This design comes from an exercise in tuning for small area, a short achievable clock period and few clock cycles per item on the open sky130 flow, not from production work. Only simulation tests tie the RTL to the original design; equivalence was not proved.

==> flow/design.v <==
module wave_codec (
    input  wire        clk,
    input  wire        rst,         
    input  wire        start,       
    input  wire [7:0]  cfg_q,       
    input  wire        cfg_pred2,   
    input  wire        in_valid,
    output wire        in_ready,
    input  wire [31:0] in_sample,   
    output wire        out_valid,
    input  wire        out_ready,
    output wire [7:0]  out_byte
);
    localparam [2:0] S_A   = 3'd0,    
                     S_B   = 3'd1,    
                     S_DIV = 3'd2,    
                     S_W   = 3'd3,    
                     S_I   = 3'd4;    
    reg [2:0]  state;
    reg [31:0] xin;
    reg        xe;          
    reg [12:0] s8;          
    reg [14:0] s8x3;        
    reg        ll;          
    reg        pred2;
    reg [32:0] r1;          
    reg [34:0] xa;          
    reg        neg;
    reg [34:0] dq;          
    reg [12:0] rem;         
    reg [2:0]  lo3;         
    reg [3:0]  cnt;
    reg [34:0] zz;
    reg        ov;
    wire [15:0] remf = {rem, lo3};
    wire [15:0] h16  = {1'b0, s8, 2'b00};
    wire [15:0] u    = neg ? h16 : remf;
    wire [15:0] v    = neg ? remf : h16;
    wire [17:0] rlo  = {2'b0, xr[15:0]} + {2'b0, v} - {2'b0, u};
    wire [31:0] xr   = pred2 ? ~xa[32:1] : ~xa[31:0];    
    wire [16:0] xhi  = {xr[31], xr[31:16]};
    wire [16:0] xhp  = xhi + 17'd1;
    wire [16:0] xhm  = xhi - 17'd1;
    wire [16:0] rhi  = rlo[17] ? xhm : rlo[16] ? xhp : xhi;
    wire [32:0] rp   = {rhi, rlo[15:0]};
    wire [34:0] xs   = {{3{xin[31]}}, xin};
    wire [34:0] ra   = {{2{r1[32]}}, r1};
    wire [34:0] xin35 = {{3{xin[31]}}, xin};
    wire [34:0] ua   = pred2 ? {18'd0, u, 1'b0} : {19'd0, u};
    wire [34:0] va   = pred2 ? ~{18'd0, v, 1'b0} : ~{19'd0, v};
    wire [34:0] hh   = {19'd0, h16};
    wire [34:0] cs1  = xa ^ ra ^ va;
    wire [34:0] cc1  = {(xa[33:0] & ra[33:0]) | (xa[33:0] & va[33:0]) | (ra[33:0] & va[33:0]), 1'b1};
    wire [34:0] cs2  = xs ^ ua ^ hh;
    wire [34:0] cc2  = {(xs[33:0] & ua[33:0]) | (xs[33:0] & hh[33:0]) | (ua[33:0] & hh[33:0]), ll};
    wire [34:0] cs3  = cs1 ^ cc1 ^ cs2;
    wire [34:0] cc3  = {(cs1[33:0] & cc1[33:0]) | (cs1[33:0] & cs2[33:0]) | (cc1[33:0] & cs2[33:0]), 1'b0};
    wire [34:0] ap   = cs3 ^ cc3 ^ cc2;
    wire [34:0] bp   = {(cs3[33:0] & cc3[33:0]) | (cs3[33:0] & cc2[33:0]) | (cc3[33:0] & cc2[33:0]), 1'b0};
    reg  [34:0] gg, pp;
    integer i, j;
    always @* begin
        gg = ap & bp;
        pp = ap ^ bp;
        for (i = 1; i <= 6; i = i + 1)
            for (j = 34; j >= 0; j = j - 1)
                if (j >= (1 << (i - 1))) begin
                    gg[j] = gg[j] | (pp[j] & gg[j - (1 << (i - 1))]);
                    pp[j] = pp[j] & pp[j - (1 << (i - 1))];
                end
    end
    wire [34:0] hp   = ap ^ bp;
    wire [34:0] w0   = hp ^ {gg[33:0], 1'b0};
    wire [34:0] w1   = hp ^ {gg[33:0] | pp[33:0], 1'b1};
    wire        neg_a = w0[34];
    wire [33:0] num_a = neg_a ? ~w0[33:0] : (ll ? w0[33:0] : w1[33:0]);
    wire [30:0] nq  = dq[33:3];
    wire c2  = ~|nq[30:15] & (nq[14:2]  < s8);
    wire c4  = ~|nq[30:17] & (nq[16:4]  < s8);
    wire c6  = ~|nq[30:19] & (nq[18:6]  < s8);
    wire c8  = ~|nq[30:21] & (nq[20:8]  < s8);
    wire c12 = ~|nq[30:25] & (nq[24:12] < s8);
    wire o2  = c2;
    wire o4  = c4  & ~c2;
    wire o6  = c6  & ~c4;
    wire o8  = c8  & ~c6;
    wire o12 = c12 & ~c8;
    wire o24 = ~c12;
    wire [14:0] tt_b =
          ({15{o2 }} & nq[14:0])
        | ({15{o4 }} & nq[16:2])
        | ({15{o6 }} & nq[18:4])
        | ({15{o8 }} & nq[20:6])
        | ({15{o12}} & nq[24:10])
        | ({15{o24}} & {6'd0, nq[30:22]});
    wire [32:0] dq_b =
          ({33{o4 }} & {nq[1:0],  31'd0})
        | ({33{o6 }} & {nq[3:0],  29'd0})
        | ({33{o8 }} & {nq[5:0],  27'd0})
        | ({33{o12}} & {nq[9:0],  23'd0})
        | ({33{o24}} & {nq[21:0], 11'd0});
    wire [3:0] cnt_b =
          ({4{o4 }} & 4'd1) | ({4{o6 }} & 4'd2) | ({4{o8 }} & 4'd3)
        | ({4{o12}} & 4'd5) | ({4{o24}} & 4'd11);
    wire        in_b = (state == S_B);
    wire [14:0] tt  = in_b ? tt_b : {rem, dq[34:33]};
    wire [32:0] dqs = in_b ? dq_b : dq[32:0];
    wire [15:0] d1  = {1'b0, tt} - {3'b0, s8};
    wire [15:0] d2  = {1'b0, tt} - {2'b0, s8, 1'b0};
    wire [15:0] d3  = {1'b0, tt} - {1'b0, s8x3};
    wire        g1  = ~d1[15];
    wire        g2  = ~d2[15];
    wire        g3  = ~d3[15];
    wire [12:0] rem_s = g3 ? d3[12:0] : g2 ? d2[12:0] : g1 ? d1[12:0] : tt[12:0];
    wire [34:0] dq_s  = {dqs, g2, g3 | (g1 & ~g2)};
    wire done_s = in_b ? (ll | o2) : (state == S_DIV) & (cnt == 4'd1);
    wire [34:0] zsrc = (in_b & ll) | (state == S_W) ? dq : dq_s;
    wire more   = |zz[34:7];
    wire can_ld = ~ov | (out_ready & ~more);
    wire ld_z   = can_ld & (done_s | (state == S_W));
    assign in_ready  = xe;
    assign out_valid = ov;
    assign out_byte  = {more, zz[6:0]};
    wire [12:0] s8_in = s8[5:0] * 13'd125;
    always @(posedge clk) begin
        if (rst) begin
            state <= S_A;
            xe    <= 1'b1;
            ov    <= 1'b0;
        end else begin
            if (ld_z) begin
                zz <= {zsrc[33:0], neg};
                ov <= 1'b1;
            end else if (ov & out_ready) begin
                zz <= {7'd0, zz[34:7]};
                if (~more) ov <= 1'b0;
            end
            if (xe & in_valid & ~start) begin
                xin <= in_sample;
                xe  <= 1'b0;
            end
            case (state)
                S_A, S_I: begin
                    if (start) begin
                        s8    <= {7'd0, cfg_q[5:0]};
                        ll    <= (cfg_q[5:0] == 6'd0);
                        pred2 <= cfg_pred2;
                        r1    <= 33'd0;
                        xa    <= {35{1'b1}};
                        neg   <= 1'b0;
                        state <= S_I;
                    end else if (state == S_I) begin
                        s8    <= s8_in;
                        s8x3  <= s8[5:0] * 15'd375;
                        rem   <= {1'b0, s8_in[12:1]};
                        lo3   <= {s8_in[0], 2'b00};
                        state <= S_A;
                    end else if (~xe) begin
                        r1    <= pred2 ? rp : 33'd0;
                        xa    <= pred2 ? ~(xin35 << 1) : ~xin35;
                        xe    <= 1'b1;
                        neg   <= neg_a;
                        dq    <= {1'b0, num_a};
                        rem   <= 13'd0;
                        lo3   <= ll ? 3'd0 : num_a[2:0];
                        state <= S_B;
                    end
                end
                S_B: begin
                    if (~ll) begin
                        rem <= rem_s;
                        dq  <= dq_s;
                        cnt <= cnt_b;
                    end
                    if (done_s)
                        state <= ld_z ? S_A : S_W;
                    else
                        state <= S_DIV;
                end
                S_DIV: begin
                    rem <= rem_s;
                    dq  <= dq_s;
                    cnt <= cnt - 4'd1;
                    if (done_s)
                        state <= ld_z ? S_A : S_W;
                end
                S_W: begin
                    if (ld_z)
                        state <= S_A;
                end
                default: state <= S_A;
            endcase
        end
    end
endmodule
export LEC_CHECK = 0
export CAP_MARGIN = 20
export CORE_MARGIN = 2
export CORE_UTILIZATION = 40
export PLACE_DENSITY = 0.5
export SETUP_SLACK_MARGIN = 5
export SLEW_MARGIN = 20
export TNS_END_PERCENT = 100
create_clock -name core_clock -period 12.0 [get_ports {clk}]
run.sh (not shown) runs the stock make flow with config.mk's settings and CLKGATE_MAP_FILE= SYNTH_SCRIPT=/design/flow/synth_recipe.tcl, a recipe that flattens the netlist after the stock synthesis.
Testbench counts at the start, summed over its fixed seeds: cycles 25,884, items 9,600.
==> next run, changes <==
--- a/flow/design.v
+++ b/flow/design.v
@@ -22,11 +22,11 @@
     reg [12:0] s8;          
     reg [14:0] s8x3;        
     reg        ll;          
     reg        pred2;
     reg [32:0] r1;          
-    reg [34:0] xa;          
+    reg [31:0] xr;          
     reg        neg;
     reg [34:0] dq;          
     reg [12:0] rem;         
     reg [2:0]  lo3;         
     reg [3:0]  cnt;
@@ -35,19 +35,19 @@
     wire [15:0] remf = {rem, lo3};
     wire [15:0] h16  = {1'b0, s8, 2'b00};
     wire [15:0] u    = neg ? h16 : remf;
     wire [15:0] v    = neg ? remf : h16;
     wire [17:0] rlo  = {2'b0, xr[15:0]} + {2'b0, v} - {2'b0, u};
-    wire [31:0] xr   = pred2 ? ~xa[32:1] : ~xa[31:0];    
     wire [16:0] xhi  = {xr[31], xr[31:16]};
     wire [16:0] xhp  = xhi + 17'd1;
     wire [16:0] xhm  = xhi - 17'd1;
     wire [16:0] rhi  = rlo[17] ? xhm : rlo[16] ? xhp : xhi;
     wire [32:0] rp   = {rhi, rlo[15:0]};
     wire [34:0] xs   = {{3{xin[31]}}, xin};
-    wire [34:0] ra   = {{2{r1[32]}}, r1};
-    wire [34:0] xin35 = {{3{xin[31]}}, xin};
+    wire [34:0] xr35 = {{3{xr[31]}}, xr};
+    wire [34:0] xa   = pred2 ? ~(xr35 << 1) : ~xr35;
+    wire [34:0] ra   = pred2 ? {{2{r1[32]}}, r1} : 35'd0;
     wire [34:0] ua   = pred2 ? {18'd0, u, 1'b0} : {19'd0, u};
     wire [34:0] va   = pred2 ? ~{18'd0, v, 1'b0} : ~{19'd0, v};
     wire [34:0] hh   = {19'd0, h16};
     wire [34:0] cs1  = xa ^ ra ^ va;
     wire [34:0] cc1  = {(xa[33:0] & ra[33:0]) | (xa[33:0] & va[33:0]) | (ra[33:0] & va[33:0]), 1'b1};
@@ -144,22 +144,22 @@
                     if (start) begin
                         s8    <= {7'd0, cfg_q[5:0]};
                         ll    <= (cfg_q[5:0] == 6'd0);
                         pred2 <= cfg_pred2;
                         r1    <= 33'd0;
-                        xa    <= {35{1'b1}};
+                        xr    <= 32'd0;
                         neg   <= 1'b0;
                         state <= S_I;
                     end else if (state == S_I) begin
                         s8    <= s8_in;
                         s8x3  <= s8[5:0] * 15'd375;
                         rem   <= {1'b0, s8_in[12:1]};
                         lo3   <= {s8_in[0], 2'b00};
                         state <= S_A;
                     end else if (~xe) begin
-                        r1    <= pred2 ? rp : 33'd0;
-                        xa    <= pred2 ? ~(xin35 << 1) : ~xin35;
+                        r1    <= rp;
+                        xr    <= xin;
                         xe    <= 1'b1;
                         neg   <= neg_a;
                         dq    <= {1'b0, num_a};
                         rem   <= 13'd0;
                         lo3   <= ll ? 3'd0 : num_a[2:0];
Result: The changed run finished with timing, DRC and antenna clean; flip-flop and latch count goes down by 1; core utilization goes down by 0.34 points; clock skew is about the same; die area goes down slightly; worst setup slack gets worse by 0.14 ns; non-clock buffer count goes down by 21; area after synthesis goes down slightly.
Testbench counts after the change, summed over its fixed seeds: cycles 25,884, items 9,600.

========
## v6
Another version of the RTL of wave_codec (not shown whole).
For scale: ~230 flip-flops, about 56 I/O pins, roughly 22000 µm² of cells after synthesis.
Settings: LEC_CHECK=0, CAP_MARGIN=20, CORE_MARGIN=2, CORE_UTILIZATION=40, PLACE_DENSITY=0.5, SETUP_SLACK_MARGIN=5, SLEW_MARGIN=20, TNS_END_PERCENT=100; clock period 12.0 ns.
Having completed the whole flow, v6 delivered a layout that passed the timing, DRC and antenna checks.
Testbench counts of v6, summed over its fixed seeds: cycles 27,199, items 9,600.
Here is what was changed in the inputs of v7 compared with v6.
-- flow/design.v --
<<< v6, line 22
    reg [12:0] s8;          
    reg [14:0] s8x3;        
    reg [6:0]  tl;          
    reg        ll;          
    reg        pred2;
>>> v7, line 22
    reg [12:0] s8;          
    reg [14:0] s8x3;        
    reg        ll;          
    reg        pred2;
<<< v6, line 81
    wire [33:0] num_a = neg_a ? ~w0[33:0] : (ll ? w0[33:0] : w1[33:0]);
    wire [30:0] nq  = dq[33:3];
    wire c2  = ~|(nq[30:2]  & {{16{1'b1}}, tl, 6'd0});
    wire c4  = ~|(nq[30:4]  & {{14{1'b1}}, tl, 6'd0});
    wire c6  = ~|(nq[30:6]  & {{12{1'b1}}, tl, 6'd0});
    wire c8  = ~|(nq[30:8]  & {{10{1'b1}}, tl, 6'd0});
    wire c12 = ~|(nq[30:12] & {{6{1'b1}},  tl, 6'd0});
    wire o2  = c2;
    wire o4  = c4  & ~c2;
>>> v7, line 80
    wire [33:0] num_a = neg_a ? ~w0[33:0] : (ll ? w0[33:0] : w1[33:0]);
    wire [30:0] nq  = dq[33:3];
    wire c2  = ~|nq[30:15] & (nq[14:2]  < s8);
    wire c4  = ~|nq[30:17] & (nq[16:4]  < s8);
    wire c6  = ~|nq[30:19] & (nq[18:6]  < s8);
    wire c8  = ~|nq[30:21] & (nq[20:8]  < s8);
    wire c12 = ~|nq[30:25] & (nq[24:12] < s8);
    wire o2  = c2;
    wire o4  = c4  & ~c2;
<<< v6, line 157
                    end else if (state == S_I) begin
                        s8    <= s8_in;
                        tl    <= {1'b1, ~|s8_in[12:12], ~|s8_in[12:11], ~|s8_in[12:10],
                                  ~|s8_in[12:9], ~|s8_in[12:8], ~|s8_in[12:7]};
                        s8x3  <= {1'b0, s8[5:0], 8'd0} + {2'b0, s8[5:0], 7'd0} - {6'd0, s8[5:0], 3'd0} - {9'd0, s8[5:0]};
                        rem   <= {1'b0, s8_in[12:1]};
>>> v7, line 156
                    end else if (state == S_I) begin
                        s8    <= s8_in;
                        s8x3  <= {1'b0, s8[5:0], 8'd0} + {2'b0, s8[5:0], 7'd0} - {6'd0, s8[5:0], 3'd0} - {9'd0, s8[5:0]};
                        rem   <= {1'b0, s8_in[12:1]};
### Flow results
- The utilization after layout number comes out higher for v7 vs v6.
- The area after synthesis in v7 was higher than what v6 gave.
- Maximum frequency for v7 is lower than for v6.
- Taking v6 as the reference, in v7 worst setup slack decreased by 270 ps relative to the old numbers; ratio of routed vias to standard cells shows a reduction of 1.0%; placement row count went up by 1.2%; sequential cell count saw a decrease.
- The termination of the worst setup path comes out rem[12] in one run and rem[2] in the other, namely in v6 and v7 respectively.
- The lower post-route worst hold slack came out of v6.
- Compared with v6, v7 shows a final cell count that is 3.6% higher.
- Of v6 and v7, the run reporting the higher arrival time reported for the critical path endpoint was v7.
Testbench counts of v7, summed over its fixed seeds: cycles 25,884, items 9,600.

========
Another version of the RTL of wave_codec (not shown whole).
Size in the first run: about 2,400 cells after synthesis, about 190 flip-flops, roughly 22,000 sq um of cells after synthesis.
==> flow/design.v (excerpt) <==
module wave_codec (
    input  wire        clk,
    input  wire        rst,         
    input  wire        start,       
    input  wire [7:0]  cfg_q,       
    input  wire        cfg_pred2,   
    input  wire        in_valid,
    output wire        in_ready,
    input  wire [31:0] in_sample,   
    output wire        out_valid,
    input  wire        out_ready,
    output wire [7:0]  out_byte
);
    localparam [2:0] S_A   = 3'd0,    
                     S_B   = 3'd1,    
                     S_DIV = 3'd2,    
                     S_W   = 3'd3,    
                     S_I   = 3'd4;    
    reg [2:0]  state;
    reg        rdy;         
    reg [12:0] s8;          
    reg [14:0] s8x3;        
    reg        ll;          
    reg        pred2;
    reg [32:0] r1;          
    reg [34:0] xa;          
    reg        neg;
    reg [34:0] dq;          
    reg [12:0] rem;         
    reg [2:0]  lo3;         
    reg [3:0]  cnt;
    reg [34:0] zz;
    reg        ov;
    wire [15:0] remf = {rem, lo3};
    wire [15:0] h16  = {1'b0, s8, 2'b00};
    wire [15:0] u    = neg ? h16 : remf;
    wire [15:0] v    = neg ? remf : h16;
    wire [17:0] rlo  = {2'b0, xr[15:0]} + {2'b0, v} - {2'b0, u};
    wire [31:0] xr   = pred2 ? ~xa[32:1] : ~xa[31:0];    
    wire [16:0] xhi  = {xr[31], xr[31:16]};
    wire [16:0] xhp  = xhi + 17'd1;
    wire [16:0] xhm  = xhi - 17'd1;
    wire [16:0] rhi  = rlo[17] ? xhm : rlo[16] ? xhp : xhi;
    wire [32:0] rp   = {rhi, rlo[15:0]};
    wire [34:0] xs   = {{3{in_sample[31]}}, in_sample};
    wire [34:0] ra   = {{2{r1[32]}}, r1};
    wire [34:0] ua   = pred2 ? {18'd0, u, 1'b0} : {19'd0, u};
    wire [34:0] va   = pred2 ? ~{18'd0, v, 1'b0} : ~{19'd0, v};
    wire [34:0] hh   = {19'd0, h16};
    wire [34:0] cs1  = xa ^ ra ^ hh;
    wire [34:0] cc1  = {(xa[33:0] & ra[33:0]) | (xa[33:0] & hh[33:0]) | (ra[33:0] & hh[33:0]), 1'b1};
    wire [34:0] cs2  = cs1 ^ cc1 ^ ua;
    wire [34:0] cc2  = {(cs1[33:0] & cc1[33:0]) | (cs1[33:0] & ua[33:0]) | (cc1[33:0] & ua[33:0]), ll};
    wire [34:0] cs3  = cs2 ^ cc2 ^ va;
    wire [34:0] cc3  = {(cs2[33:0] & cc2[33:0]) | (cs2[33:0] & va[33:0]) | (cc2[33:0] & va[33:0]), 1'b0};
    wire [34:0] ap   = cs3 ^ cc3 ^ xs;
  ...
clock: 12.0 ns
lec_check: 0
cap_margin: 20
core_margin: 2
core_utilization: 55
place_density: 0.65
slew_margin: 20
standard.sh (not shown) runs the stock make flow with config.mk's settings and CLKGATE_MAP_FILE= SYNTH_SCRIPT=/design/flow/synth_recipe.tcl, a recipe that flattens the netlist after the stock synthesis.
==> flow/flow/run.sh <==
#!/bin/bash
set -euo pipefail
bash standard.sh finish SETUP_SLACK_MARGIN=6 TNS_END_PERCENT=100 > layout_make.log 2>&1
Testbench counts at the start, summed over its fixed seeds: cycles 25,884, items 9,600.
Rerun with:
--- a/flow/design.v
+++ b/flow/design.v
@@ -14,18 +14,19 @@
     localparam [2:0] S_A   = 3'd0,    
                      S_B   = 3'd1,    
                      S_DIV = 3'd2,    
                      S_W   = 3'd3,    
                      S_I   = 3'd4;    
     reg [2:0]  state;
     reg        rdy;         
     reg [12:0] s8;          
     reg [14:0] s8x3;        
+    reg [6:0]  tz, tp;      
     reg        ll;          
     reg        pred2;
     reg [32:0] r1;          
     reg [34:0] xa;          
     reg        neg;
     reg [34:0] dq;          
     reg [12:0] rem;         
     reg [2:0]  lo3;         
     reg [3:0]  cnt;
@@ -71,23 +72,30 @@
                 pp[j] = pp[j] & pp[j - (1 << (i - 1))];
             end
     end
     wire [34:0] hp   = ap ^ bp;
     wire [34:0] w0   = hp ^ {gg[33:0], 1'b0};
     wire [34:0] w1   = hp ^ {gg[33:0] | pp[33:0], 1'b1};
     wire        neg_a = w0[34];
     wire [33:0] num_a = neg_a ? ~w0[33:0] : (ll ? w0[33:0] : w1[33:0]);
     wire [30:0] nq  = dq[33:3];
-    wire c2  = ~|nq[30:15] & (nq[14:2]  < s8);
-    wire c4  = ~|nq[30:17] & (nq[16:4]  < s8);
-    wire c6  = ~|nq[30:19] & (nq[18:6]  < s8);
-    wire c8  = ~|nq[30:21] & (nq[20:8]  < s8);
-    wire c12 = ~|nq[30:25] & (nq[24:12] < s8);
+    function cw;
+        input [24:0] b;             
+        input [6:0]  tz, tp;
+        begin
+            cw = ~|b[24:13] & ~|(b[12:6] & tz) & ~|(b[12:6] & b[11:5] & tp);
+        end
+    endfunction
+    wire c2  = ~|nq[30:27] & cw(nq[26:2],  tz, tp);
+    wire c4  = ~|nq[30:29] & cw(nq[28:4],  tz, tp);
+    wire c6  =               cw(nq[30:6],  tz, tp);
+    wire c8  =               cw({2'b0, nq[30:8]},  tz, tp);
+    wire c12 =               cw({6'b0, nq[30:12]}, tz, tp);
     wire o2  = c2;
     wire o4  = c4  & ~c2;
     wire o6  = c6  & ~c4;
     wire o8  = c8  & ~c6;
     wire o12 = c12 & ~c8;
     wire o24 = ~c12;
     wire [14:0] tt_b =
           ({15{o2 }} & nq[14:0])
         | ({15{o4 }} & nq[16:2])
@@ -118,18 +126,27 @@
     wire done_s = in_b ? (ll | o2) : (state == S_DIV) & (cnt == 4'd1);
     wire [34:0] zsrc = (in_b & ll) | (state == S_W) ? dq : dq_s;
     wire more   = |zz[34:7];
     wire can_ld = ~ov | (out_ready & ~more);
     wire ld_z   = can_ld & (done_s | (state == S_W));
     assign in_ready  = rdy;
     assign out_valid = ov;
     assign out_byte  = {more, zz[6:0]};
     wire [12:0] s8_in = {s8[5:0], 7'd0} - {5'd0, s8[5:0], 2'd0} + {7'd0, s8[5:0]};
+    wire [6:0]  lead  = {s8_in[12], s8_in[11] & ~s8_in[12], s8_in[10] & ~|s8_in[12:11],
+                         s8_in[9] & ~|s8_in[12:10], s8_in[8] & ~|s8_in[12:9],
+                         s8_in[7] & ~|s8_in[12:8], s8_in[6] & ~|s8_in[12:7]};
+    wire [6:0]  nxt   = {s8_in[11], s8_in[10], s8_in[9], s8_in[8], s8_in[7], s8_in[6], s8_in[5]};
+    wire        b2    = |(lead & nxt);                
+    wire [6:0]  ge    = {1'b1, ~|s8_in[12:12], ~|s8_in[12:11], ~|s8_in[12:10],
+                         ~|s8_in[12:9], ~|s8_in[12:8], ~|s8_in[12:7]};
+    wire [6:0]  tz_in = b2 ? (ge & ~lead) : ge;
+    wire [6:0]  tp_in = b2 ? lead : 7'd0;
     always @(posedge clk) begin
         if (rst) begin
             state <= S_A;
             rdy   <= 1'b1;
             ov    <= 1'b0;
         end else begin
             if (ld_z) begin
                 zz <= {zsrc[33:0], neg};
                 ov <= 1'b1;
@@ -144,18 +161,20 @@
                         ll    <= (cfg_q[5:0] == 6'd0);
                         pred2 <= cfg_pred2;
                         r1    <= 33'd0;
                         xa    <= {35{1'b1}};
                         neg   <= 1'b0;
                         rdy   <= 1'b0;
                         state <= S_I;
                     end else if (state == S_I) begin
                         s8    <= s8_in;
+                        tz    <= tz_in;
+                        tp    <= tp_in;
                         s8x3  <= {1'b0, s8[5:0], 8'd0} + {2'b0, s8[5:0], 7'd0} - {6'd0, s8[5:0], 3'd0} - {9'd0, s8[5:0]};
                         rem   <= {1'b0, s8_in[12:1]};
                         lo3   <= {s8_in[0], 2'b00};
                         rdy   <= 1'b1;
                         state <= S_A;
                     end else if (in_valid) begin
                         r1    <= pred2 ? rp : 33'd0;
                         xa    <= pred2 ? ~(xs << 1) : ~xs;
                         rdy   <= 1'b0;
Outcome:
- first-iteration DRC count came out lower by 10%
- synthesized cell count came out lower by 1.5%
- sequential share of layout area came out higher by 1.7 points
- synthesized area came out lower by 1.1%
- die area came out lower by 1.1%
- final cell count came out lower by 0.53%
- setup slack gets better by 0.051 ns
- utilization came out higher by 0.33 points
- count of clock-buffer cells in the layout came out higher by 19
- flip-flop and latch count came out higher by 14
- final area hardly moves
Testbench counts after the change, summed over its fixed seeds: cycles 26,679, items 9,600.

==> re-timing with driven ports <==
No port has a modelled driver above. Below, the same layouts with a new extraction and two added sets of constraints.
Step 1, drivers: a clkbuf_16 drives clk and a buf_2 each remaining input, both assumed.
Step 2 moves the port delays by t, midway between the first and last clock arrival at a register: inputs arrive t later, outputs are due t later. That takes back most of the time a late clock gives input paths.
Three values: no drivers, after step 1, after step 2; two values: the first two.
run	t (ns)	slack for setup (ns)	hold WS [ns]	cell pins on the clock port's net
the first run of note 1	0.649	5.383 / 5.383 / 5.383	0.557 / 0.557 / 0.557	1
the second run of note 1	0.647	5.240 / 5.240 / 5.240	0.564 / 0.564 / 0.564	1
v6	0.645	5.621 / 5.621 / 5.621	0.550 / 0.550 / 0.550	1
v7	0.653	5.352 / 5.352 / 5.352	0.557 / 0.557 / 0.557	1
the first run of note 3	0.524	5.934 / 5.967 / 5.443	0.560 / 0.560 / 0.560	1
the second run of note 3	0.627	5.985 / 5.985 / 5.400	0.554 / 0.554 / 0.554	1
After both steps every run listed still meets setup and hold. The setup slack of the second run of note 3, which loses most, moves by 0.000 ns with the drivers and by -0.585 ns with both steps.
